This is an optimization exercise on Yosys and OpenROAD, whose aim is small area, a short achievable clock period and few clock cycles per item, not a production implementation. In this exercise RTL edits were held to simulation tests only and were not proved equivalent to the original.

**flow/run.sh**
```bash
#!/bin/bash
# synth_recipe.tcl (not shown) runs the flow's synth.tcl, then flattens the netlist and writes it again
# the make line also repeats each setting of config.mk as NAME=value (left out here)
make -C /OpenROAD-flow-scripts/flow DESIGN_CONFIG=/design/flow/config.mk WORK_HOME=/design/flow/orfs CLKGATE_MAP_FILE= SYNTH_SCRIPT=/design/flow/synth_recipe.tcl finish
```
**flow/config.mk**
```make
export PLATFORM = sky130hd
export DESIGN_NAME = rs80_dec
export DESIGN_NICKNAME = rs80_dec
export VERILOG_FILES = /design/flow/design.v
export SDC_FILE = /design/flow/constraint.sdc
export NUM_CORES = 4
export LEC_CHECK = 0
export CAP_MARGIN = 20
export CORE_MARGIN = 2
export CORE_UTILIZATION = 35
export PLACE_DENSITY = 0.5
export SLEW_MARGIN = 20
```
**flow/constraint.sdc**
```tcl
create_clock -name core_clock -period 25.0 [get_ports {clk}]
set_input_delay 5.0000 -clock core_clock [delete_from_list [all_inputs] [get_ports {clk}]]
set_output_delay 5.0000 -clock core_clock [all_outputs]
set_load 0.01 [all_outputs]
```
**flow/design.v**
```verilog
module rs80_dec (
    input  wire         clk,
    input  wire         rst,
    input  wire         in_valid,
    output wire         in_ready,
    input  wire [639:0] in_word,
    input  wire         in_mark_v,
    input  wire [3:0]   in_mark_dev,
    output wire         out_valid,
    output wire [1:0]   out_status,
    output wire [511:0] out_data,
    output wire [9:0]   out_devmask,
    output wire [4:0]   out_nerr
);
    localparam [1:0] ST_CLEAN = 2'd0, ST_CORRECTED = 2'd1,
                     ST_POISONED = 2'd2, ST_UNCORR = 2'd3;
    localparam [127:0] POISON_SYN = 128'hdf767ddb152a48eb33778c8824087a00;
    function automatic [7:0] gmul(input [7:0] a, input [7:0] b);
        reg [7:0] p, x;
        integer i;
        begin
            p = 8'h00;
            x = a;
            for (i = 0; i < 8; i = i + 1) begin
                if (b[i]) p = p ^ x;
                x = {x[6:0], 1'b0} ^ (x[7] ? 8'h1d : 8'h00);
            end
            gmul = p;
        end
    endfunction
    function automatic [7:0] gpow(input integer e);
        reg [7:0] x;
        integer i;
        begin
            x = 8'h01;
            for (i = 0; i < (e % 255); i = i + 1)
                x = {x[6:0], 1'b0} ^ (x[7] ? 8'h1d : 8'h00);
            gpow = x;
        end
    endfunction
    function automatic [7:0] ginv(input [7:0] a);
        reg [7:0] r, t;
        integer i;
        begin
            r = 8'h01;
            t = a;
            for (i = 0; i < 7; i = i + 1) begin
                t = gmul(t, t);
                r = gmul(r, t);
            end
            ginv = r;
        end
    endfunction
    localparam [3:0] S_IDLE = 4'd0, S_SYN = 4'd1, S_CHK = 4'd2, S_ERAS = 4'd3,
                     S_PCHK = 4'd4, S_BM = 4'd5, S_BMCHK = 4'd6, S_POLY = 4'd7,
                     S_CINIT = 4'd8, S_CHIEN = 4'd9, S_FIN = 4'd10,
                     S_DONE = 4'd11;
    reg  [3:0]   state;
    reg  [6:0]   cnt;
    reg  [639:0] w;             
    reg          mark_v;
    reg  [3:0]   mark_dev;
    reg  [7:0]   syn  [0:15];   
    reg  [7:0]   psyn [0:15];   
    reg  [7:0]   gam  [0:8];    
    reg  [7:0]   xloc;          
    reg  [7:0]   lam  [0:8];    
    reg  [7:0]   bpol [0:8];    
    reg  [7:0]   tw   [0:8];    
    reg  [7:0]   gmma;          
    reg  [4:0]   lreg;          
    reg  [7:0]   omg  [0:15];   
    reg  [7:0]   psi  [0:16];   
    reg  [4:0]   rootcnt;
    reg  [4:0]   psideg;
    reg  [4:0]   nerr;
    reg  [9:0]   devmask;
    reg  [1:0]   status;
    reg          data_ok;
    wire [4:0] nf    = mark_v ? 5'd8 : 5'd0;    
    wire [4:0] nbm   = 5'd16 - nf;              
    integer i;
    wire [7:0] top = w[639:632];
    reg  [7:0] syn_next [0:15];
    always @(*) begin
        for (i = 0; i < 16; i = i + 1)
            syn_next[i] = gmul(syn[i], gpow(i)) ^ top;
    end
    reg syn_zero, syn_poison, psyn_hi_zero;
    always @(*) begin
        syn_zero = 1'b1;
        syn_poison = 1'b1;
        psyn_hi_zero = 1'b1;
        for (i = 0; i < 16; i = i + 1) begin
            if (syn[i] != 8'h00) syn_zero = 1'b0;
            if (syn[i] != POISON_SYN[8*i +: 8]) syn_poison = 1'b0;
            if (i >= 8 && psyn[i] != 8'h00) psyn_hi_zero = 1'b0;
        end
    end
    reg [7:0] xloc_init;
    always @(*) begin
        case (mark_dev)
            4'd0: xloc_init = gpow(16);
            4'd1: xloc_init = gpow(24);
            4'd2: xloc_init = gpow(32);
            4'd3: xloc_init = gpow(40);
            4'd4: xloc_init = gpow(48);
            4'd5: xloc_init = gpow(56);
            4'd6: xloc_init = gpow(64);
            4'd7: xloc_init = gpow(72);
            4'd8: xloc_init = gpow(0);
            default: xloc_init = gpow(8);
        endcase
    end
    reg [7:0] delta;
    always @(*) begin
        delta = 8'h00;
        for (i = 0; i < 9; i = i + 1)
            delta = delta ^ gmul(lam[i], tw[i]);
    end
    wire [4:0] tnext_idx = cnt[4:0] + 5'd1 + nf;
    wire [7:0] tnext = (tnext_idx < 5'd16) ? syn[tnext_idx[3:0]] : 8'h00;
    wire bm_swap = (delta != 8'h00) && ({lreg, 1'b0} <= {1'b0, cnt[4:0]});
    reg [4:0] lamdeg;
    always @(*) begin
        lamdeg = 5'd0;
        for (i = 1; i < 9; i = i + 1)
            if (lam[i] != 8'h00) lamdeg = i[4:0];
    end
    reg [7:0] psi_sum, psi_odd, omg_sum;
    always @(*) begin
        psi_sum = 8'h00;
        psi_odd = 8'h00;
        omg_sum = 8'h00;
        for (i = 0; i < 17; i = i + 1) begin
            psi_sum = psi_sum ^ psi[i];
            if (i % 2 == 1) psi_odd = psi_odd ^ psi[i];
        end
        for (i = 0; i < 16; i = i + 1)
            omg_sum = omg_sum ^ omg[i];
    end
    wire       is_root = (psi_sum == 8'h00);
    wire [7:0] errval  = is_root ? gmul(omg_sum, ginv(psi_odd)) : 8'h00;
    wire [6:0] pos     = 7'd79 - cnt;
    wire [6:0] pos_d   = (pos - 7'd16) >> 3;
    wire [3:0] pos_dev = (pos < 7'd8)  ? 4'd8 :
                         (pos < 7'd16) ? 4'd9 : pos_d[3:0];
    always @(posedge clk) begin
        if (rst) begin
            state <= S_IDLE;
            cnt   <= 7'd0;
        end else begin
            case (state)
                S_IDLE: begin
                    if (in_valid) begin
                        w        <= in_word;
                        mark_v   <= in_mark_v;
                        mark_dev <= in_mark_dev;
                        for (i = 0; i < 16; i = i + 1) syn[i] <= 8'h00;
                        cnt      <= 7'd0;
                        state    <= S_SYN;
                    end
                end
                S_SYN: begin
                    for (i = 0; i < 16; i = i + 1) syn[i] <= syn_next[i];
                    w   <= {w[631:0], top};
                    cnt <= cnt + 7'd1;
                    if (cnt == 7'd79) state <= S_CHK;
                end
                S_CHK: begin
                    for (i = 0; i < 16; i = i + 1)
                        psyn[i] <= syn[i] ^ POISON_SYN[8*i +: 8];
                    gam[0] <= 8'h01;
                    for (i = 1; i < 9; i = i + 1) gam[i] <= 8'h00;
                    xloc <= xloc_init;
                    cnt  <= 7'd0;
                    nerr    <= 5'd0;
                    devmask <= 10'd0;
                    if (!mark_v && syn_zero) begin
                        status  <= ST_CLEAN;
                        data_ok <= 1'b1;
                        state   <= S_DONE;
                    end else if (!mark_v && syn_poison) begin
                        status  <= ST_POISONED;
                        data_ok <= 1'b0;
                        state   <= S_DONE;
                    end else if (mark_v) begin
                        state <= S_ERAS;
                    end else begin
                        state <= S_PCHK;
                    end
                end
                S_ERAS: begin
                    for (i = 1; i < 16; i = i + 1) begin
                        syn[i]  <= syn[i]  ^ gmul(xloc, syn[i-1]);
                        psyn[i] <= psyn[i] ^ gmul(xloc, psyn[i-1]);
                    end
                    for (i = 1; i < 9; i = i + 1)
                        gam[i] <= gam[i] ^ gmul(xloc, gam[i-1]);
                    xloc <= gmul(xloc, 8'h02);
                    cnt  <= cnt + 7'd1;
                    if (cnt == 7'd7) state <= S_PCHK;
                end
                S_PCHK: begin
                    lam[0]  <= 8'h01;
                    bpol[0] <= 8'h01;
                    tw[0]   <= syn[nf[3:0]];
                    for (i = 1; i < 9; i = i + 1) begin
                        lam[i]  <= 8'h00;
                        bpol[i] <= 8'h00;
                        tw[i]   <= 8'h00;
                    end
                    gmma <= 8'h01;
                    lreg <= 5'd0;
                    cnt  <= 7'd0;
                    if (mark_v && psyn_hi_zero) begin
                        status  <= ST_POISONED;
                        data_ok <= 1'b0;
                        state   <= S_DONE;
                    end else begin
                        state <= S_BM;
                    end
                end
                S_BM: begin
                    lam[0] <= gmul(gmma, lam[0]);
                    for (i = 1; i < 9; i = i + 1)
                        lam[i] <= gmul(gmma, lam[i]) ^ gmul(delta, bpol[i-1]);
                    if (bm_swap) begin
                        for (i = 0; i < 9; i = i + 1) bpol[i] <= lam[i];
                        lreg <= {cnt[4:0]} + 5'd1 - lreg;
                        gmma <= delta;
                    end else begin
                        bpol[0] <= 8'h00;
                        for (i = 1; i < 9; i = i + 1) bpol[i] <= bpol[i-1];
                    end
                    tw[0] <= tnext;
                    for (i = 1; i < 9; i = i + 1) tw[i] <= tw[i-1];
                    cnt <= cnt + 7'd1;
                    if (cnt[4:0] == nbm - 5'd1) state <= S_BMCHK;
                end
                S_BMCHK: begin
                    for (i = 0; i < 16; i = i + 1) omg[i] <= 8'h00;
                    for (i = 0; i < 17; i = i + 1) psi[i] <= 8'h00;
                    psideg <= lamdeg + nf;
                    cnt    <= 7'd0;
                    if ({lreg, 1'b0} + nf > 6'd16) begin
                        status  <= ST_UNCORR;
                        data_ok <= 1'b0;
                        state   <= S_DONE;
                    end else begin
                        state <= S_POLY;
                    end
                end
                S_POLY: begin
                    omg[0] <= gmul(lam[4'd8 - cnt[3:0]], syn[0]);
                    for (i = 1; i < 16; i = i + 1)
                        omg[i] <= omg[i-1] ^ gmul(lam[4'd8 - cnt[3:0]], syn[i]);
                    psi[0] <= gmul(lam[4'd8 - cnt[3:0]], gam[0]);
                    for (i = 1; i < 9; i = i + 1)
                        psi[i] <= psi[i-1] ^ gmul(lam[4'd8 - cnt[3:0]], gam[i]);
                    for (i = 9; i < 17; i = i + 1)
                        psi[i] <= psi[i-1];
                    cnt <= cnt + 7'd1;
                    if (cnt == 7'd8) state <= S_CINIT;
                end
                S_CINIT: begin
                    for (i = 0; i < 16; i = i + 1)
                        omg[i] <= gmul(omg[i], gpow(176 * i));
                    for (i = 0; i < 17; i = i + 1)
                        psi[i] <= gmul(psi[i], gpow(176 * i));
                    rootcnt <= 5'd0;
                    cnt     <= 7'd0;
                    state   <= S_CHIEN;
                end
                S_CHIEN: begin
                    for (i = 0; i < 16; i = i + 1)
                        omg[i] <= gmul(omg[i], gpow(i));
                    for (i = 0; i < 17; i = i + 1)
                        psi[i] <= gmul(psi[i], gpow(i));
                    w <= {w[631:0], top ^ errval};
                    if (is_root) rootcnt <= rootcnt + 5'd1;
                    if (errval != 8'h00) begin
                        nerr <= nerr + 5'd1;
                        devmask[pos_dev] <= 1'b1;
                    end
                    cnt <= cnt + 7'd1;
                    if (cnt == 7'd79) state <= S_FIN;
                end
                S_FIN: begin
                    if (rootcnt != psideg) begin
                        status  <= ST_UNCORR;
                        data_ok <= 1'b0;
                        nerr    <= 5'd0;
                        devmask <= 10'd0;
                    end else begin
                        status  <= (nerr == 5'd0) ? ST_CLEAN : ST_CORRECTED;
                        data_ok <= 1'b1;
                    end
                    state <= S_DONE;
                end
                S_DONE: begin
                    state <= S_IDLE;
                end
                default: state <= S_IDLE;
            endcase
        end
    end
    assign in_ready    = (state == S_IDLE);
    assign out_valid   = (state == S_DONE);
    assign out_status  = status;
    assign out_data    = data_ok ? w[639:128] : 512'd0;
    assign out_devmask = devmask;
    assign out_nerr    = nerr;
endmodule
```
==> flow_summary.toml <==
[status]
run_status = "timing/DRC/antenna clean"

[floorplanning]
initial_core_util = 0.352
core_sq_um = 505000
die_x_um = 716
die_area_sq_um = 513000
fp-row-count = 261
die_y_um = 716
design.portCount = 1179

[logic_synthesis]
syn_area_sq_um = 178000
synthCells = 23300
ys.flop_type = "edfxtp_1"
synth_edf_count = 1486
yosys_warnings = 10
async_flop_share = 0
syn_nets = 24000
yosysTopAreaCellShare = 0.275
synth_top_area_cell = "xnor2_1"
ys_seq_area_frac = 0.253
synth.distinct_cells = 117
synthTopCellsByArea = "xnor2_1 (27%), edfxtp_1 (25%), nand2_1 (15%)"
syn_area_per_cell_sq_um = 7.63
synth_seq_cells = 1505

[global_route]
grt_usage = 0.337
grt_max_degree = 176
antenna_found_initial = 151
grt_first_pass_wirelength_mm = 1250
grt_pass1_vias = 154000
gr-total-overflow = 0

[hold_path]
hold_path_class = "reg2reg"

[route]
wl_met3_mm = 98.1
drt-total-wl_mm = 905
dr.pass1.iters = 7
drtIter0Drc = 21200
drc = 0
num_vias = 166000
highest_layer = "met5"
met1Wirelength_mm = 372
wl_per_cell_um = 30.2
ant_nets = 0
via_per_inst = 5.53
dr_wl_met2_mm = 387

[timing]
fin_crit_ns = 21.15
drv_slew = 0
hold_violations = 0
setup_ws_ns = 3.85
grt_setup_unrepaired = "no"
timing.final.crit_share = 0.846
fmax_mhz = 47.3
setup_tns_ns = 0
tightest_slew_ns = 1.29
fin_skew_ns = 0.0950
maxSlewHeadroom = 0.130
timing.hold.ws_ns = 0.500
setup_viol = 0

[clock_network]
cts_made_buffers = 217
clock_latency_ns = 1.01
cts_resized = 0
htree_num_levels = 4
root_buffer = "clkbuf_16"
clock_sinks = 1505
post_cts.repair.setup_buffers = 0
cts_tree = "yes"
hold_buffers = 0
path_clk_slew_ns = 0.06
cts_max_path_buffers = 4

[critical_path]
worst_path_dominant_cell_family = "XOR/XNOR gates"
setup.worst_path.start_class = "register"
cp_max_fo = 38
crit_path_top_delay_cell = "xor2_2"
worst_path_most_repeated_cell = "xnor3_1"
crit_buf_inv = 9
arrival_ns = 21.79
max_stage_delay_ns = 0.77
crit_type = "reg2reg"
crit_path_end_kind = "register"
critPathRequiredTime_ns = 25.64

[placed_design]
place_area_sq_um = 195000
hpwlAfterDp_mm = 614
post-place-ws_ns = 3.69
portBuffers = 1178
gp_congestion = 0.980

[job]
cap_violations = 0

[finish]
final_nets = 23800
areaGrowthSynthToFinish_pct = 14.0
drive_above_1_share = 0.0579
final_core_util = 0.401
most-common-layout-cells = "nand2_1 (7285), xnor2_1 (5532), xor2_1 (1585)"
design_area_sq_um = 203000
layout_commonest_cell = "nand2_1"
==> final cells by class <==
type / count / area (sq um)
Fill cell: 51400 / 303000
Multi-Input combinational cell: 19400 / 125000
Sequential cell: 1505 / 45000
Timing Repair Buffer: 1827 / 16900
Tap cell: 6706 / 8390
Clock buffer: 262 / 5770
Clock inverter: 135 / 1290
Inverter: 117 / 455
Antenna cell: 77 / 193
==> sequential cells by signal (all words and copies together), names as in the netlist, 7 cells and up <==
signal,cells
cnt,7
bpol,64
xloc,8
omg,128
gam,64
w,640
syn,128
psi,136
lam,72
xloc_init,8
psyn,128
tw,72
gmma,8
devmask,10
==> tightest hold or removal path, stage by stage (launching register included) <==
cell and delay (ns):
dfxtp_1 0.30, nand2_1 0.04, nand2_1 0.05
==> through the flow <==
stage                     std cells
after floorplan               23300
after global placement        29600
after detailed placement      29600
after CTS                     29900
after global routing          30000
final                         30000
==> cells in the mapped netlist (all sizes together), types with 15 or more instances <==
library cell,n
nand2,7303
xnor2,5624
clkbuf,1766
xor2,1630
edfxtp,1486
o21ai,882
nor2,835
and2,623
a22oi,531
buf,496
a21oi,313
o22ai,229
mux2i,153
inv,111
nand3,104
nor3,103
xnor3,103
mux2,96
o221ai,71
nand2b,70
nor4,62
a221oi,58
ha,54
nand4,51
nor2b,50
a211oi,41
o211ai,40
o221a,34
and3,31
a22o,29
a31oi,28
a32oi,21
a21o,19
dfxtp,19
xor3,16
or3,15
==> layer usage <==
metal | vias to the layer above | global-route usage
met5 | - | 0.00500
met4 | 66 | 0.153
met3 | 2074 | 0.0922
met2 | 9383 | 0.502
met1 | 80700 | 0.451
li1 | 73900 | -
==> logic make-up after synthesis <==
group	count (synthesis)	synth area share
adders and majority gates	55	0.00392
AOI/OAI and AO/OA	2414	0.0871
DFF	1505	0.253
and+or+nand+nor	9307	0.212
buffers and inverters	2380	0.0519
xor gates and xnor gates	7373	0.377
muxes	249	0.0147
==> path summary, 6_finish.rpt <==
check                from  endpoint  slack (ns)  cells after the start
max             psi[5][5]   nerr[4]        3.85                     61
max reg2reg     psi[5][5]   nerr[4]        3.85                     61
min          xloc_init[6]   xloc[6]        0.50                      2
min reg2reg  xloc_init[6]   xloc[6]        0.50                      2
Testbench counts, summed over its fixed seeds: cycles 423,672, words 3,200.

separate check: timing with driven ports:
Ports are ideal in the flow. The routed layout listed here was re-timed in OpenROAD.
Step 1 (the two cells are an assumption about what drives the block):
set clk [get_ports {clk}]
set_driving_cell -lib_cell sky130_fd_sc_hd__clkbuf_16 $clk
set_driving_cell -lib_cell sky130_fd_sc_hd__buf_2 [delete_from_list [all_inputs] $clk]
Step 2 moves the port delays by t, midway between the first and last clock arrival at a register: inputs arrive t later, outputs are due t later. That takes back most of the time a late clock gives input paths.
a / b / c = ideal ports / drivers / drivers and shift; a / b = the first two.
t, ns: 1.090
setup slack, ns: 3.851 / 3.851 / 3.851
worst setup path at the end: register to register
After both steps setup and hold are still met in this run. For this run, drivers alone change the setup slack by 0.000 ns; drivers and shift together by 0.000 ns.
